This design comes from an exercise in tuning for small area, a short achievable clock period and few clock cycles per item on the open sky130 flow, not from production work.
Only simulation tests tie the RTL to the original design; equivalence was not proved.

==> flow/design.v <==
module edge_predict (
  input  wire        clk,
  input  wire        rst,       
  input  wire        start,     
  input  wire [63:0] t_a,       
  input  wire [63:0] t_b,       
  input  wire [63:0] w_a,       
  input  wire [63:0] w_b,       
  input  wire [63:0] x,         
  output reg         busy,
  output reg         done,      
  output wire [63:0] result     
);
  localparam KS  = 3;                        
  localparam KD  = 2 * KS;                   
  localparam KM  = 8;                        
  localparam NG  = 32 / KM;                  
  localparam WM  = 32;                       
  localparam W   = 51;                       
  localparam B   = 47;                       
  localparam WV  = W + B;                    
  localparam H   = 5;                        
  localparam WA  = 57 + H;                   
  localparam WE  = WV - WA - WM;             
  localparam WS  = WA + KM;                  
  localparam [2:0] S_IDLE = 3'd0, S_PREP = 3'd1, S_MUL = 3'd2, S_NORM = 3'd3,
                   S_DIV = 3'd4, S_FIN = 3'd5;
  reg  [2:0]    state;
  reg  [63:0]   T;         
  reg  [64:0]   A;         
  reg  [64:0]   QN;        
  reg  [W-1:0]  RC;        
  reg  [WV-1:0] V;         
  reg  [47:0]   D;         
  reg  [NG-1:0] TH;        
  reg  [6:0]    cnt;       
  reg           first;     
  assign result = T;
  wire prep = (state == S_PREP);
  wire mul  = (state == S_MUL);
  wire fin  = (state == S_FIN);
  wire [W-1:0] RS = V[WV-1:B];
  wire [W-1:0] rlow = {1'b0, RS[W-2:0]} + {1'b0, RC[W-2:0]};
  wire rneg = RS[W-1] ^ RC[W-1] ^ rlow[W-1];
  wire [WA-1:0] acc = V[WA-1+WM:WM];
  wire [WM-1:0] mq  = V[WM-1:0];
  wire [WS-1:0] Aw  = {{(WS-65){A[64]}}, A};
  reg  [WS-1:0] op_ [0:8];
  reg  [WS-1:0] l1 [0:5];
  reg  [WS-1:0] l2 [0:3];
  reg  [WS-1:0] l3 [0:2];
  reg  [WS-1:0] cs_s, cs_c;
  integer j;
  always @* begin
    op_[0] = fin ? {{(WS-65){1'b0}}, T, 1'b1} : {{(WS-WA){acc[WA-1]}}, acc};
    for (j = 0; j < KM; j = j + 1) begin
      if (j == 0)
        op_[1] = (prep | fin | mq[0]) ? Aw : {WS{1'b0}};
      else if (j == 1)
        op_[2] = fin ? {{(WS-65){1'b1}}, ~QN} : ((mul & mq[1]) ? (Aw << 1) : {WS{1'b0}});
      else
        op_[j+1] = (mul & mq[j]) ? (Aw << j) : {WS{1'b0}};
    end
    for (j = 0; j < 3; j = j + 1) begin
      l1[2*j]   = op_[3*j] ^ op_[3*j+1] ^ op_[3*j+2];
      l1[2*j+1] = ((op_[3*j] & op_[3*j+1]) | (op_[3*j] & op_[3*j+2]) | (op_[3*j+1] & op_[3*j+2])) << 1;
    end
    for (j = 0; j < 2; j = j + 1) begin
      l2[2*j]   = l1[3*j] ^ l1[3*j+1] ^ l1[3*j+2];
      l2[2*j+1] = ((l1[3*j] & l1[3*j+1]) | (l1[3*j] & l1[3*j+2]) | (l1[3*j+1] & l1[3*j+2])) << 1;
    end
    l3[0] = l2[0] ^ l2[1] ^ l2[2];
    l3[1] = ((l2[0] & l2[1]) | (l2[0] & l2[2]) | (l2[1] & l2[2])) << 1;
    l3[2] = l2[3];
    cs_s = l3[0] ^ l3[1] ^ l3[2];
    cs_c = ((l3[0] & l3[1]) | (l3[0] & l3[2]) | (l3[1] & l3[2])) << 1;
    cs_c[0] = prep | (fin & ~rneg);           
  end
  wire [WS-1:0] msum = cs_s + cs_c;
  wire [WM-1:0] m_next = {msum[KM-1:0], mq[WM-1:KM]};
  reg  [NG-1:0] grp_nz;
  integer g;
  always @* begin
    for (g = 0; g < NG; g = g + 1)
      grp_nz[g] = |m_next[g*KM +: KM];
  end
  wire mul_more = |(grp_nz & (TH >> 1));
  wire norm_shift = (D[47:42] == 6'd0) && (D[41:0] != 42'd0);
  wire [47:0] D_sh = norm_shift ? {D[41:0], 6'd0} : D;
  wire norm_more = (D_sh[47:42] == 6'd0) && (D_sh[41:0] != 42'd0);
  wire [W-1:0] D1  = {{(W-48){1'b0}}, D};
  wire [W-1:0] D2  = {{(W-49){1'b0}}, D, 1'b0};
  wire [2:0]   di  = D[46:44];
  reg signed [6:0] m_n1, m_0, m_1, m_2;
  always @* begin
    case (di)
      3'd0: begin m_n1 = -13; m_0 = -4; m_1 = 4; m_2 = 12; end
      3'd1: begin m_n1 = -15; m_0 = -5; m_1 = 5; m_2 = 14; end
      3'd2: begin m_n1 = -16; m_0 = -5; m_1 = 5; m_2 = 15; end
      3'd3: begin m_n1 = -17; m_0 = -5; m_1 = 6; m_2 = 17; end
      3'd4: begin m_n1 = -19; m_0 = -6; m_1 = 7; m_2 = 19; end
      3'd5: begin m_n1 = -20; m_0 = -6; m_1 = 7; m_2 = 20; end
      3'd6: begin m_n1 = -21; m_0 = -6; m_1 = 8; m_2 = 22; end
      default: begin m_n1 = -23; m_0 = -7; m_1 = 9; m_2 = 24; end
    endcase
  end
  reg  [W-1:0] rs, rc, ys, yc, op;
  reg  signed [6:0] est;
  reg          gp2, gp1, gn0, gn1;     
  reg  [KD-1:0] dp, dn;
  integer k;
  always @* begin
    rs = RS;
    rc = RC;
    for (k = 0; k < KS; k = k + 1) begin
      ys  = {rs[W-3:0], V[B-1-2*k], V[B-2-2*k]};
      yc  = {rc[W-3:0], 2'b00};
      est = ys[W-1:W-7] + yc[W-1:W-7];
      gp2 = (est >= m_2);
      gp1 = (est >= m_1);
      gn0 = (est <  m_0);
      gn1 = (est <  m_n1);
      op  = gp2 ? ~D2 : gp1 ? ~D1 : gn1 ? D2 : gn0 ? D1 : {W{1'b0}};
      rs  = ys ^ yc ^ op;
      rc  = {((ys & yc) | (ys & op) | (yc & op)), gp1};
      dp[KD-1-2*k -: 2] = {gp2, gp1 & ~gp2};
      dn[KD-1-2*k -: 2] = {gn1, gn0 & ~gn1};
    end
  end
  wire [31:0] dt  = T[31:0] - V[31:0];
  reg  w4, above;
  reg  [2:0] ngu;                            
  integer h;
  always @* begin
    w4 = 1'b0; above = 1'b0; ngu = 3'd1;
    for (h = NG - 1; h >= 0; h = h - 1) begin
      if (!above && (dt[h*KM +: KM] != {KM{1'b0}})) ngu = h + 1;
      if (!above && (dt[h*KM+4 +: 4] == 4'd0) && (dt[h*KM +: 4] != 4'd0)) w4 = 1'b1;
      above = above | (dt[h*KM +: KM] != {KM{1'b0}});
    end
  end
  wire [WM-1:0] dt_al = w4 ? {dt[27:0], 4'd0} : dt;
  wire [47:0] dwn = A[47:0] + D;             
  wire [47:0] dw  = ~dwn;
  reg  [5:0]  gtop;
  reg  [2:0]  f;
  reg         gabove;
  integer fi;
  always @* begin
    gtop = 6'd0; gabove = 1'b0;
    for (fi = 7; fi >= 0; fi = fi - 1) begin
      if (!gabove) gtop = gtop | dw[6*fi +: 6];
      gabove = gabove | (dw[6*fi +: 6] != 6'd0);
    end
    f = gtop[5] ? 3'd0 : gtop[4] ? 3'd1 : gtop[3] ? 3'd2 :
        gtop[2] ? 3'd3 : gtop[1] ? 3'd4 : 3'd5;
  end
  wire [47:0] dw_f = dw << f;
  wire [56:0] dx0 = msum[56:0];
  reg  [3:0]  zm;
  reg         zrun;
  integer zi;
  always @* begin
    zm = 4'd0; zrun = 1'b1;
    for (zi = 0; zi < 9; zi = zi + 1) begin
      zrun = zrun & (dx0[55-zi] == dx0[56]);
      if (zrun) zm = zi + 1;
    end
  end
  wire [4:0]  rv   = 5'd4 + {2'd0, f} + {1'b0, ngu, 1'b0} + {3'd0, w4, 1'b0};
  wire [2:0]  rr   = rv - ((rv >= 5'd18) ? 5'd18 : (rv >= 5'd12) ? 5'd12 : (rv >= 5'd6) ? 5'd6 : 5'd0);
  wire [4:0]  zc   = {1'b0, zm} + H;                           
  wire [4:0]  zd   = zc - {2'd0, rr};
  wire [4:0]  z    = {2'd0, rr} + ((zd >= 5'd12) ? 5'd12 : (zd >= 5'd6) ? 5'd6 : 5'd0);
  wire [WA-1:0] dxa = {{H{dx0[56]}}, dx0} << z;
  wire [6:0]  nd   = 7'd16 + {4'd0, f} + {1'b0, ngu, 3'd0} - {2'd0, z} - {4'd0, w4, 2'b00};
  always @(posedge clk) begin
    if (rst) begin
      state <= S_IDLE;
      busy  <= 1'b0;
      done  <= 1'b0;
    end else begin
      done <= 1'b0;
      case (state)
        S_IDLE: if (start) begin
          state <= S_PREP;
          busy  <= 1'b1;
        end
        S_PREP: state <= S_MUL;
        S_MUL:  if (!mul_more) state <= norm_more ? S_NORM : S_DIV;
        S_NORM: if (!norm_more) state <= S_DIV;
        S_DIV:  if (cnt == 7'd6) state <= S_FIN;
        S_FIN: begin
          state <= S_IDLE;
          busy  <= 1'b0;
          done  <= 1'b1;
        end
        default: state <= S_IDLE;
      endcase
    end
  end
  always @(posedge clk) begin
    first <= 1'b0;
    RC    <= {W{1'b0}};
    QN    <= {65{1'b0}};
    case (state)
      S_IDLE: begin              
        T <= t_a;
        A <= {8'd0, ~w_a[56:0]};
        V <= {{(WE+H){1'b0}}, x[56:0], t_b[31:0]};
        D <= w_b[47:0];
      end
      S_PREP: begin
        A   <= {{(65-WA){dxa[WA-1]}}, dxa};
        V   <= {{(WE+WA){1'b0}}, dt_al};
        D   <= dw_f;
        TH  <= {NG{1'b1}};
        cnt <= nd;
      end
      S_MUL: begin
        V   <= {{WE{msum[WS-1]}}, msum[WS-1:KM], m_next};
        TH  <= TH >> 1;
        D   <= D_sh;
        cnt <= norm_shift ? cnt + 7'd6 : cnt;
        first <= 1'b1;
      end
      S_NORM: begin
        D   <= D_sh;
        cnt <= norm_shift ? cnt + 7'd6 : cnt;
        first <= 1'b1;
      end
      S_DIV: begin
        V   <= {rs, V[B-1:0] << KD};
        RC  <= rc;
        A   <= first ? {{(65-KD){1'b0}}, dp} : {A[64-KD:0], dp};
        QN  <= {QN[64-KD:0], dn};
        cnt <= cnt - 7'd6;
      end
      S_FIN: T <= msum[64:1];
      default: ;
    endcase
  end
endmodule
export LEC_CHECK = 0
export CAP_MARGIN = 20
export CORE_MARGIN = 2
export CORE_UTILIZATION = 40
export SLEW_MARGIN = 20
create_clock -name core_clock -period 50.0 [get_ports {clk}]
standard.sh (not shown) runs the stock make flow with config.mk's settings and CLKGATE_MAP_FILE= SYNTH_SCRIPT=/design/flow/synth_recipe.tcl, a recipe that flattens the netlist after the stock synthesis.
==> flow/flow/run.sh <==
#!/bin/bash
# The standard layout (the standard.sh: standard synthesis, floorplan,
# placement, CTS, routing) with repair_timing asked to leave a setup slack
# of at least 38.5 ns at the design's 50 ns clock, so that it sizes and
# buffers the critical paths instead of stopping once 50 ns is met.
set -euo pipefail
bash standard.sh SETUP_SLACK_MARGIN=38.5 finish > standard_flow.log 2>&1
The first run produced a clean layout.
Testbench counts at the start, summed over its fixed seeds: cycles 6,165, items 512.
Rerun with:
--- a/flow/design.v
+++ b/flow/design.v
@@ -154,22 +154,29 @@
     end
     f = gtop[5] ? 3'd0 : gtop[4] ? 3'd1 : gtop[3] ? 3'd2 :
         gtop[2] ? 3'd3 : gtop[1] ? 3'd4 : 3'd5;
   end
   wire [47:0] dw_f = dw << f;
   wire [56:0] dx0 = msum[56:0];
-  reg  [3:0]  zm;
-  reg         zrun;
+  wire [12:0] xt  = V[56+WM:44+WM];           
+  wire [12:0] wt  = ~A[56:44];                
+  wire [12:0] dh0 = xt - wt;                  
+  wire [12:0] dh1 = dh0 - 13'd1;              
+  reg  [3:0]  zm0, zm1;
+  reg         zr0, zr1;
   integer zi;
   always @* begin
-    zm = 4'd0; zrun = 1'b1;
+    zm0 = 4'd0; zr0 = 1'b1; zm1 = 4'd0; zr1 = 1'b1;
     for (zi = 0; zi < 9; zi = zi + 1) begin
-      zrun = zrun & (dx0[55-zi] == dx0[56]);
-      if (zrun) zm = zi + 1;
-    end
-  end
+      zr0 = zr0 & (dh0[11-zi] == dh0[12]);
+      zr1 = zr1 & (dh1[11-zi] == dh1[12]);
+      if (zr0) zm0 = zi + 1;
+      if (zr1) zm1 = zi + 1;
+    end
+  end
+  wire [3:0]  zm  = (zm0 < zm1) ? zm0 : zm1;
   wire [4:0]  rv   = 5'd4 + {2'd0, f} + {1'b0, ngu, 1'b0} + {3'd0, w4, 1'b0};
   wire [2:0]  rr   = rv - ((rv >= 5'd18) ? 5'd18 : (rv >= 5'd12) ? 5'd12 : (rv >= 5'd6) ? 5'd6 : 5'd0);
   wire [4:0]  zc   = {1'b0, zm} + H;                           
   wire [4:0]  zd   = zc - {2'd0, rr};
   wire [4:0]  z    = {2'd0, rr} + ((zd >= 5'd12) ? 5'd12 : (zd >= 5'd6) ? 5'd6 : 5'd0);
   wire [WA-1:0] dxa = {{H{dx0[56]}}, dx0} << z;
Outcome:
- routed wire length rises by about a fifth
- non-clock buffer count falls by 9
- global-route usage rises by 3.8 points
- worst setup slack improves by 960 ps
- cell area rises slightly
- core utilization falls by 1.4 points
- fmax rises by a little under a tenth
- count of clock-buffer cells in the layout rises by 1
- hold slack stays flat
- synthesized area rises by a few percent
- flip-flop and latch count is unchanged
Testbench counts after the change, summed over its fixed seeds: cycles 6,165, items 512.

[port drivers added, routing unchanged]
No port has a modelled driver above. Below, the same layouts with a new extraction and two added sets of constraints. Step 1 assumes that a clkbuf_16 drives the clock port and a buf_2 every other input. Step 2 moves the port delays by t, midway between the first and last clock arrival at a register: inputs arrive t later, outputs are due t later. That takes back most of the time a late clock gives input paths. Slacks: ideal ports / drivers / drivers and shift; pairs: ideal ports / drivers.
run | t, ns | setup slack, ns | worst setup path after step 2 | worst data-port slew with drivers (ns)
the first run | 0.762 | 37.526 / 37.526 / 37.526 | register to register | 0.30
the second run | 0.785 | 38.491 / 38.409 / 38.333 | input to register | 0.13
After both steps every run listed still meets setup and hold. The setup slack of the second run, which loses most, moves by -0.082 ns with the drivers and by -0.158 ns with both steps.
